Context: an optimization exercise on an open-source flow, tuned for small area and few clock cycles. The choices shown serve that exercise and are no tape-out recipe. Only the layout flow was run in this run; the RTL was not checked for function there.

==> flow/constraint.sdc <==
create_clock -name core_clock -period 12.0 [get_ports {clk}]
set_input_delay 2.4000 -clock core_clock [delete_from_list [all_inputs] [get_ports {clk}]]
set_output_delay 2.4000 -clock core_clock [all_outputs]
set_load 0.01 [all_outputs]
==> flow/design.v <==
module eland_tx (
    input  wire        clk,
    input  wire        rst,           
    input  wire        start,
    input  wire [10:0] length,        
    input  wire [1:0]  spread,        
    input  wire [6:0]  npre,          
    output wire        start_ready,
    input  wire [7:0]  in_data,
    input  wire        in_valid,
    output wire        in_ready,
    output wire        chip,
    output wire        chip_valid,
    output wire        chip_last,
    input  wire        chip_ready
);
    localparam [31:0] PRE_PAT  = 32'hB856E2D3;
    localparam [63:0] SYNC_PAT = 64'h35CA4FB1D670B94E;
    function automatic [6:0] hb;    
        input integer r;
        input integer c;
        reg [6:0] v;
        begin
            v = 7'd0;
            case (r)
            0:  case (c) 0: v = {1'b1,6'd17}; 1: v = {1'b1,6'd42}; 3: v = {1'b1,6'd5};
                         6: v = {1'b1,6'd58}; 8: v = {1'b1,6'd23}; 11: v = {1'b1,6'd31}; default: v = 7'd0; endcase
            1:  case (c) 0: v = {1'b1,6'd3};  2: v = {1'b1,6'd49}; 4: v = {1'b1,6'd12};
                         7: v = {1'b1,6'd40}; 9: v = {1'b1,6'd61}; default: v = 7'd0; endcase
            2:  case (c) 1: v = {1'b1,6'd27}; 5: v = {1'b1,6'd8};  6: v = {1'b1,6'd36};
                         10: v = {1'b1,6'd14}; 11: v = {1'b1,6'd52}; default: v = 7'd0; endcase
            3:  case (c) 0: v = {1'b1,6'd45}; 3: v = {1'b1,6'd33}; 7: v = {1'b1,6'd19};
                         8: v = {1'b1,6'd60}; 10: v = {1'b1,6'd7}; default: v = 7'd0; endcase
            4:  case (c) 1: v = {1'b1,6'd11}; 2: v = {1'b1,6'd25}; 4: v = {1'b1,6'd55};
                         9: v = {1'b1,6'd38}; 11: v = {1'b1,6'd2}; default: v = 7'd0; endcase
            5:  case (c) 0: v = {1'b1,6'd29}; 3: v = {1'b1,6'd21}; 5: v = {1'b1,6'd47};
                         6: v = {1'b1,6'd9};  10: v = {1'b1,6'd56}; default: v = 7'd0; endcase
            6:  case (c) 1: v = {1'b1,6'd62}; 4: v = {1'b1,6'd30}; 7: v = {1'b1,6'd13};
                         8: v = {1'b1,6'd44}; 11: v = {1'b1,6'd26}; default: v = 7'd0; endcase
            7:  case (c) 0: v = {1'b1,6'd51}; 2: v = {1'b1,6'd6};  5: v = {1'b1,6'd57};
                         9: v = {1'b1,6'd24}; 10: v = {1'b1,6'd39}; default: v = 7'd0; endcase
            8:  case (c) 1: v = {1'b1,6'd35}; 3: v = {1'b1,6'd48}; 6: v = {1'b1,6'd20};
                         8: v = {1'b1,6'd1};  11: v = {1'b1,6'd63}; default: v = 7'd0; endcase
            9:  case (c) 0: v = {1'b1,6'd10}; 1: v = {1'b1,6'd28}; 4: v = {1'b1,6'd41};
                         5: v = {1'b1,6'd16}; 7: v = {1'b1,6'd54}; default: v = 7'd0; endcase
            10: case (c) 2: v = {1'b1,6'd59}; 3: v = {1'b1,6'd37}; 8: v = {1'b1,6'd22};
                         9: v = {1'b1,6'd4};  11: v = {1'b1,6'd46}; default: v = 7'd0; endcase
            11: case (c) 0: v = {1'b1,6'd34}; 4: v = {1'b1,6'd0};  6: v = {1'b1,6'd50};
                         7: v = {1'b1,6'd43}; 10: v = {1'b1,6'd18}; default: v = 7'd0; endcase
            default: v = 7'd0;
            endcase
            hb = v;
        end
    endfunction
    function automatic [63:0] rot;
        input [63:0] v;
        input [5:0]  s;
        begin
            rot = (v >> s) | (v << (7'd64 - {1'b0, s}));
        end
    endfunction
    reg [10:0] len_r;
    reg [1:0]  spread_r;
    reg [6:0]  npre_r;
    reg [767:0]  cw;           
    reg          cw_full;      
    reg          cw_last;      
    reg [9:0]    cw_k;         
    wire         cw_done;      
    localparam F_IDLE = 2'd0, F_LOAD = 2'd1, F_ENC = 2'd2, F_FULL = 2'd3;
    reg [1:0]  fstate;
    reg [10:0] byte_cnt;       
    reg [6:0]  fb;             
    reg [31:0] crc;
    wire        from_host  = (byte_cnt < len_r - 11'd4);
    wire [1:0]  fcs_idx    = byte_cnt[1:0] - len_r[1:0];    
    wire [31:0] fcs        = ~crc;
    wire [7:0]  fcs_byte   = fcs >> {fcs_idx, 3'b000};
    assign in_ready        = (fstate == F_LOAD) && from_host;
    wire        wr_byte    = (fstate == F_LOAD) && (!from_host || in_valid);
    wire [7:0]  wr_data    = from_host ? in_data : fcs_byte;
    function automatic [31:0] crc32_byte;
        input [31:0] c;
        input [7:0]  d;
        integer k;
        reg [31:0] x;
        begin
            x = c ^ {24'd0, d};
            for (k = 0; k < 8; k = k + 1)
                x = x[0] ? ((x >> 1) ^ 32'hEDB88320) : (x >> 1);
            crc32_byte = x;
        end
    endfunction
    reg [63:0] acc [0:11];
    reg [63:0] p0r;            
    reg [63:0] pcur;           
    reg [4:0]  step;
    reg [3:0]  blk;            
    reg [2:0]  boff;           
    reg [63:0] tap [0:11];
    integer r, c, k;
    always @* begin
        for (r = 0; r < 12; r = r + 1) begin
            tap[r] = 64'd0;
            for (c = 0; c < 12; c = c + 1)
                if ((hb(r, c) & 7'h40) && (blk == c))
                    for (k = 0; k < 8; k = k + 1)
                        tap[r][(k - (hb(r, c) & 7'h3F) + 64) % 64] = wr_data[k];
        end
    end
    wire [63:0] head  = acc[0];
    wire [63:0] pnext = head ^ ((step == 5'd12) ? rot(p0r, 6'd1) : pcur) ^
                        ((step == 5'd18) ? p0r : 64'd0);
    reg padding;
    integer q;
    always @(posedge clk) begin
        if (rst) begin
            fstate   <= F_IDLE;
            cw_full  <= 1'b0;
            cw_last  <= 1'b0;
            byte_cnt <= 11'd0;
            fb       <= 7'd0;
            crc      <= 32'hFFFFFFFF;
            cw_k     <= 10'd0;
            padding  <= 1'b0;
            step     <= 5'd0;
            blk      <= 4'd0;
            boff     <= 3'd0;
        end else begin
            case (fstate)
            F_IDLE: begin
                if (start && start_ready) begin
                    fstate   <= F_LOAD;
                    byte_cnt <= 11'd0;
                    fb       <= 7'd0;
                    blk      <= 4'd0;
                    boff     <= 3'd0;
                    padding  <= 1'b0;
                    crc      <= 32'hFFFFFFFF;
                    for (q = 0; q < 12; q = q + 1) acc[q] <= 64'd0;
                end
            end
            F_LOAD: begin
                if (padding) begin
                    for (q = 0; q < 12; q = q + 1) acc[q] <= rot(acc[q], 6'd8);
                    boff <= boff + 3'd1;
                    if (boff == 3'd7) begin
                        padding <= 1'b0;
                        fstate  <= F_ENC;
                        step    <= 5'd0;
                    end
                end else if (wr_byte) begin
                    cw[8*fb +: 8] <= wr_data;
                    if (from_host)
                        crc <= crc32_byte(crc, wr_data);
                    for (q = 0; q < 12; q = q + 1) acc[q] <= rot(acc[q] ^ tap[q], 6'd8);
                    byte_cnt <= byte_cnt + 11'd1;
                    fb       <= fb + 7'd1;
                    boff     <= boff + 3'd1;
                    if (boff == 3'd7) blk <= blk + 4'd1;
                    if (fb == 7'd95 || byte_cnt == len_r - 11'd1) begin
                        if (boff == 3'd7) begin
                            fstate <= F_ENC;
                            step   <= 5'd0;
                        end else begin
                            padding <= 1'b1;
                        end
                    end
                end
            end
            F_ENC: begin
                for (q = 0; q < 11; q = q + 1) acc[q] <= acc[q+1];
                step <= step + 5'd1;
                if (step < 5'd12) begin
                    p0r       <= (step == 5'd0) ? head : p0r ^ head;
                    acc[11]   <= head;
                end else begin
                    pcur      <= pnext;
                    acc[11]   <= (step == 5'd23) ? p0r : pnext;
                end
                if (step == 5'd23) begin
                    cw_full <= 1'b1;
                    cw_last <= (byte_cnt == len_r);
                    cw_k    <= {fb, 3'b000};
                    fstate  <= F_FULL;
                end
            end
            F_FULL: begin
                if (cw_done) begin
                    cw_full <= 1'b0;
                    fb      <= 7'd0;
                    blk     <= 4'd0;
                    boff    <= 3'd0;
                    for (q = 0; q < 12; q = q + 1) acc[q] <= 64'd0;
                    fstate  <= cw_last ? F_IDLE : F_LOAD;
                end
            end
            endcase
        end
    end
    localparam E_IDLE = 3'd0, E_PRE = 3'd1, E_SYNC = 3'd2, E_PHR = 3'd3, E_PAY = 3'd4;
    reg [2:0] estate;
    reg [6:0] rep;             
    reg [5:0] cidx;            
    reg [4:0] pbit;            
    reg [4:0] pchip;           
    reg [8:0] pn;              
    reg [5:0] row;
    reg [4:0] col;
    reg [2:0] srep;            
    assign start_ready = (estate == E_IDLE) && (fstate == F_IDLE);
    wire [7:0]  phr0   = len_r[7:0];
    wire [7:0]  phr1   = {3'b000, spread_r, len_r[10:8]};
    function automatic [7:0] crc8_byte;
        input [7:0] c;
        input [7:0] d;
        integer k;
        reg [7:0] x;
        begin
            x = c ^ d;
            for (k = 0; k < 8; k = k + 1)
                x = x[7] ? ((x << 1) ^ 8'h07) : (x << 1);
            crc8_byte = x;
        end
    endfunction
    wire [23:0] phr    = {crc8_byte(crc8_byte(8'h00, phr0), phr1), phr1, phr0};
    wire [10:0] pos      = {row, col};                  
    wire [2:0]  s_max    = (3'd1 << spread_r) - 3'd1;    
    wire        last_rep = (srep == s_max);
    wire        col_end  = (row == 6'd47);
    wire [5:0]  row_n0   = col_end ? 6'd0 : row + 6'd1;
    wire [4:0]  col_n    = col_end ? col + 5'd1 : col;
    wire        short_n  = (row_n0 < 6'd24) && ({row_n0, col_n} >= {1'b0, cw_k});
    wire [5:0]  row_n    = short_n ? 6'd24 : row_n0;
    wire        cw_end   = col_end && (col == 5'd31);
    wire        ispar  = (pos >= 11'd768);
    wire [10:0] ppos   = pos - 11'd768;
    wire [3:0]  pblk   = ppos[9:6];
    wire [3:0]  prow   = (pblk == 4'd0) ? 4'd11 : pblk - 4'd1;
    wire [63:0] prowv  = acc[prow];
    wire        pbitv  = ispar ? prowv[pos[5:0]] : cw[pos[9:0]];
    reg chip_r;
    always @* begin
        case (estate)
        E_PRE:   chip_r = PRE_PAT[cidx[4:0]];
        E_SYNC:  chip_r = SYNC_PAT[cidx];
        E_PHR:   chip_r = phr[pbit] ^ pn[0];
        E_PAY:   chip_r = pbitv ^ pn[0];
        default: chip_r = 1'b0;
        endcase
    end
    assign chip       = chip_r;
    assign chip_valid = (estate == E_PRE) || (estate == E_SYNC) || (estate == E_PHR) ||
                        ((estate == E_PAY) && cw_full);
    assign chip_last  = (estate == E_PAY) && cw_last && cw_end && last_rep;
    wire   fire       = chip_valid && chip_ready;
    assign cw_done    = (estate == E_PAY) && fire && cw_end && last_rep;
    always @(posedge clk) begin
        if (rst) begin
            estate <= E_IDLE;
            rep    <= 7'd0;
            cidx   <= 6'd0;
            pbit   <= 5'd0;
            pchip  <= 5'd0;
            pn     <= 9'h1FF;
            row    <= 6'd0;
            col    <= 5'd0;
            srep   <= 3'd0;
        end else begin
            case (estate)
            E_IDLE: begin
                if (start && start_ready) begin
                    len_r    <= length;
                    spread_r <= spread;
                    npre_r   <= npre;
                    estate   <= E_PRE;
                    rep      <= 7'd0;
                    cidx     <= 6'd0;
                end
            end
            E_PRE: if (fire) begin
                cidx <= {1'b0, cidx[4:0] + 5'd1};
                if (cidx[4:0] == 5'd31) begin
                    rep  <= rep + 7'd1;
                    cidx <= 6'd0;
                    if (rep == npre_r - 7'd1)
                        estate <= E_SYNC;
                end
            end
            E_SYNC: if (fire) begin
                cidx <= cidx + 6'd1;
                if (cidx == 6'd63) begin
                    estate <= E_PHR;
                    pbit   <= 5'd0;
                    pchip  <= 5'd0;
                    pn     <= 9'h1FF;
                end
            end
            E_PHR: if (fire) begin
                pn    <= {pn[0] ^ pn[5], pn[8:1]};
                pchip <= pchip + 5'd1;
                if (pchip == 5'd31) begin
                    pbit <= pbit + 5'd1;
                    if (pbit == 5'd23) begin
                        estate <= E_PAY;
                        pn     <= 9'h1FF;
                        row    <= 6'd0;
                        col    <= 5'd0;
                        srep   <= 3'd0;
                    end
                end
            end
            E_PAY: if (fire) begin
                pn <= {pn[0] ^ pn[5], pn[8:1]};
                if (last_rep) begin
                    srep <= 3'd0;
                    if (cw_end) begin
                        row <= 6'd0;
                        col <= 5'd0;
                        if (cw_last)
                            estate <= E_IDLE;
                    end else begin
                        row <= row_n;
                        col <= col_n;
                    end
                end else begin
                    srep <= srep + 3'd1;
                end
            end
            default: estate <= E_IDLE;
            endcase
        end
    end
endmodule
==> flow/config.mk <==
export PLATFORM = sky130hd
export DESIGN_NAME = eland_tx
export DESIGN_NICKNAME = eland_tx
export VERILOG_FILES = /design/flow/design.v
export SDC_FILE = /design/flow/constraint.sdc
export NUM_CORES = 4
export LEC_CHECK = 0
export CAP_MARGIN = 20
export CORE_MARGIN = 2
export CORE_UTILIZATION = 30
export PLACE_DENSITY = 0.4
export SLEW_MARGIN = 20
==> flow/run.sh <==
#!/bin/bash
# synth_recipe.tcl (not shown) runs the flow's synth.tcl, then flattens the netlist and writes it again
# the make line also repeats each setting of config.mk as NAME=value (left out here)
make -C /OpenROAD-flow-scripts/flow DESIGN_CONFIG=/design/flow/config.mk WORK_HOME=/design/flow/orfs CLKGATE_MAP_FILE= SYNTH_SCRIPT=/design/flow/synth_recipe.tcl finish
==> run notes <==
[critical path, stage by stage, from the launching register on]
cell and delay [ns]:
dfxtp_4 0.76, ha_4 0.72, buf_4 0.64, nand2_1 0.82
nor2_4 0.75, buf_4 0.47, a22oi_1 0.16, nand3_1 0.13
a211oi_1 0.11, o311ai_0 0.82, a211oi_1 0.18, a31oi_1 0.20
o211a_1 0.38, a311oi_1 0.15, nand3_1 0.19, clkdlybuf4s50_1 0.57
[flip-flops by register name, summed over array words and instances (netlist names), 4 cells and up]
name / count
acc: 768
blk: 4
byte_cnt: 11
cidx: 6
col: 5
crc: 32
cw: 768
cw_k: 7
fb: 7
len_r: 11
npre_r: 7
p0r: 64
pbit: 5
pchip: 5
pcur: 64
pn: 9
rep: 7
row: 6
step: 5
[final cells by class]
type	instances	area [um2]
clock inverter	98	770.7
timing repair buffer	294	2599
antenna	11	27.53
inverter	66	255.2
tap	4515	5649
sequential	1807	53060
multi-input combinational	6384	45760
fill	33634	222400
clock buffer	299	6106
[power groups by stage]
stage	logic [mW]	registers (mW)	clock network, mW
2_1_floorplan	4.16	10.1	0
3_3_place_gp	5.83	10.5	0
3_5_place_dp	5.86	10.5	0
4_1_cts	5.87	10.3	6.77
5_1_grt	6.36	10.4	6.96
6_report	5.92	10.4	6.62
[metrics by stage]
| step | hold slack, ns | cell area, um2 | cells |
|---|---|---|---|
| 2_1_floorplan | 0.4455 | 101400 | 9015 |
| 3_3_place_gp | 0.4728 | 107200 | 13062 |
| 3_5_place_dp | 0.4901 | 107300 | 13066 |
| 4_1_cts | 0.5044 | 114200 | 13463 |
| 5_1_grt | 0.5276 | 114200 | 13464 |
| 6_report | 0.5019 | 114200 | 13474 |
[logic make-up (layout without fill, tap and decap cells)]
group / after synthesis / in the layout
flops: 1807 / 1807
other cells: 0 / 11
fa+ha+maj: 60 / 60
simple gates: 2573 / 2573
compound gates: 2311 / 2311
mux: 638 / 638
buf+inv: 824 / 757
xor+xnor: 802 / 802
[worst paths after layout]
path / from / end / slack (ns) / depth (start not counted)
worst max-delay path: row[3] / chip / 1.46 / 15
worst min-delay path: boff[1] / boff[1] / 0.50 / 2
worst max register to register: fstate[1] / acc[3][58] / 5.58 / 10
worst min register to register: boff[1] / boff[1] / 0.50 / 2
[per-layer routing]
layer | vias to the layer above | global-route usage, %
li1 | 33183 | -
met1 | 39360 | 37.00
met2 | 3108 | 42.66
met3 | 808 | 5.325
met4 | 14 | 13.59
met5 | - | 0
[layout by cell type, fill, tap and decap left out, types with 34 or more instances in the layout]
cell             instances
nand2_1               1023
mux2i_1                211
a22o_1                  42
xnor2_1                285
xor2_1                 499
nor2b_1                804
nand3_1                 78
mux4_2                 188
a31oi_1                 38
nor2_1                 259
clkdlybuf4s50_1         36
buf_4                  233
clkbuf_16              231
clkbuf_1                61
a32oi_1                 34
mux2_2                 226
ha_1                    56
a221oi_1                57
a22oi_1                916
edfxtp_1              1684
dfxtp_1                115
nor3_1                  62
nor2_2                  70
clkinv_1                43
a21oi_1                142
inv_1                   61
o22ai_1                 53
o21ai_0                768
==> impl_metrics.tcl <==
set metrics [dict create \
    final-hold-violation-count 0 \
    synth-main-ff-cell "edfxtp_1" \
    rows 213 \
    seq_power_share_pct 45.4 \
    p_leak_nw 37.50 \
    cap_violations 0 \
    finalPower_mw 22.97 \
    area_growth_pct 12.68 \
    synth_compound_area_share_pct 15.15 \
    cts_setup_buffers 0 \
    pre_cts_slack_ns 2.493 \
    cts_tree "built" \
    top_layer "met5" \
    cp_data_required_time_ns 9.60 \
    grt_start_max_net_pins 234 \
    die_y_um 585.3 \
    io_pins 38 \
    cts_resized 0 \
    worst-endpoint-arrival_ns 8.14 \
    final_nets 8868 \
    crit_path_end_kind "output pin" \
    netlist_area_um2 101400 \
    fmax_ghz 0.09484 \
    clk_pin_slew_worst_paths_ns 0.06 \
    hpwl_um 330000 \
    syn_area_per_cell_um2 11.24 \
    grt_pass1_wl_um 656300 \
    routed-wl-met3_um 33880 \
    wl_met1_um 207600 \
    clock_latency_ns 0.93 \
    yosysTopAreaCellShare_pct 49.89 \
    status "no timing/DRC/antenna violations" \
    synthSimpleGateAreaFrac_pct 12.45 \
    yosysSeqAreaShare_pct 52.31 \
    synth_common_cells "edfxtp_1 (1684), nand2_1 (1025), a22oi_1 (916)" \
    synth_cells 9015 \
    min_period_over_period_pct 87.86 \
    io_buffer_count 37 \
    synthAdderAreaFrac_pct 0.7406 \
    drive_above_1_share_pct 13.03 \
    die_w_um 585.3 \
    synth_edf_count 1684 \
    clockRootBuffer "clkbuf_16" \
    clock_power_share_pct 28.8 \
    intPower_mw 14.52 \
    grt_usage_pct 27.62 \
    drt-total-wl_um 484000 \
    synth-xor-area-share_pct 7.142 \
    muxShareOfSynthArea_pct 8.987 \
    numCtsBuffers 222 \
    vias 76473 \
    final.setup_skew_ns 0.06961 \
    synth_seq_cells 1807 \
    yosysWarningCount 3 \
    core_um2 336600 \
    setup_slack_ns 1.456 \
    setup_viol 0 \
    synth_top_family_by_area "compound AO/OA/AOI/OAI gates" \
    synth.area.top_cells "edfxtp_1 (50%), a22oi_1 (6.8%), nor2b_1 (5.0%)" \
    yosysTopAreaCell "edfxtp_1" \
    cts.sinks 1807 \
    grt-ovfl-total 0 \
    p_sw_mw 8.447 \
    h-tree-depth 4 \
    grt_pass1_vias 74018 \
    die_area_um2 342600 \
    first_pass_iters 6 \
    gp_congestion 0.9675 \
    vdd_ir_drop_max_uv 254.5 \
    post-route-min-period_ns 10.54 \
    avgRoutedWirePerCell_um 35.92 \
    power_frac_comb_pct 25.8 \
    synth.distinct_cells 93 \
    slew_viol_final 0 \
    async_flop_share_pct 0 \
    setup-tns-final_ns 0 \
    relSlewSlack_pct 10.23 \
    cts_hold_buf 0 \
    crit_type "register to output pin" \
    syn-num-nets 9108 \
    synth.most_common_cell "edfxtp_1" \
    wl_met2_um 214500 \
    start_util_pct 30.12 \
    antenna_found_initial 31 \
    antenna_left 0 \
    clk_path_buf_depth 4 \
    avgViaCountPerCell 5.676 \
    switching_share_pct 36.77 \
    cp_max_fo 42 \
    final_util_pct 33.94 \
    worstSetupStartpointType "register" \
    worst_slew_pin_slew_ns 1.346 \
    p_per_area_nw_per_um2 201.1 \
    rsz0062_at_grt "false" \
    drc 0 \
    hold_class "register to register" \
    dr.first_iter.drc_count 9038 \
]

-- separate check: timing with driven ports --
Ports are ideal in the flow. The routed layout listed here was re-timed in OpenROAD. Step 1 (the two cells are an assumption about what drives the block):
set clk [get_ports {clk}]
set_driving_cell -lib_cell sky130_fd_sc_hd__clkbuf_16 $clk
set_driving_cell -lib_cell sky130_fd_sc_hd__buf_2 [delete_from_list [all_inputs] $clk]
Step 2, shift: input delay + t, output delay - t, t = (earliest + latest rising clock arrival at the registers) / 2. This alone moves slack from input paths to output paths. Slacks: no drivers / after step 1 / after step 2; pairs: no drivers / after step 1.
shift t [ns]: 1.004
setup slack, ns: 1.456 / 1.355 / 2.359
worst hold slack (ns): 0.502 / 0.502 / 0.502
worst data-port slew with drivers (ns): 0.05
After both steps setup and hold are still met in this run. For this run, drivers alone change the setup slack by -0.101 ns; drivers and shift together by +0.903 ns.
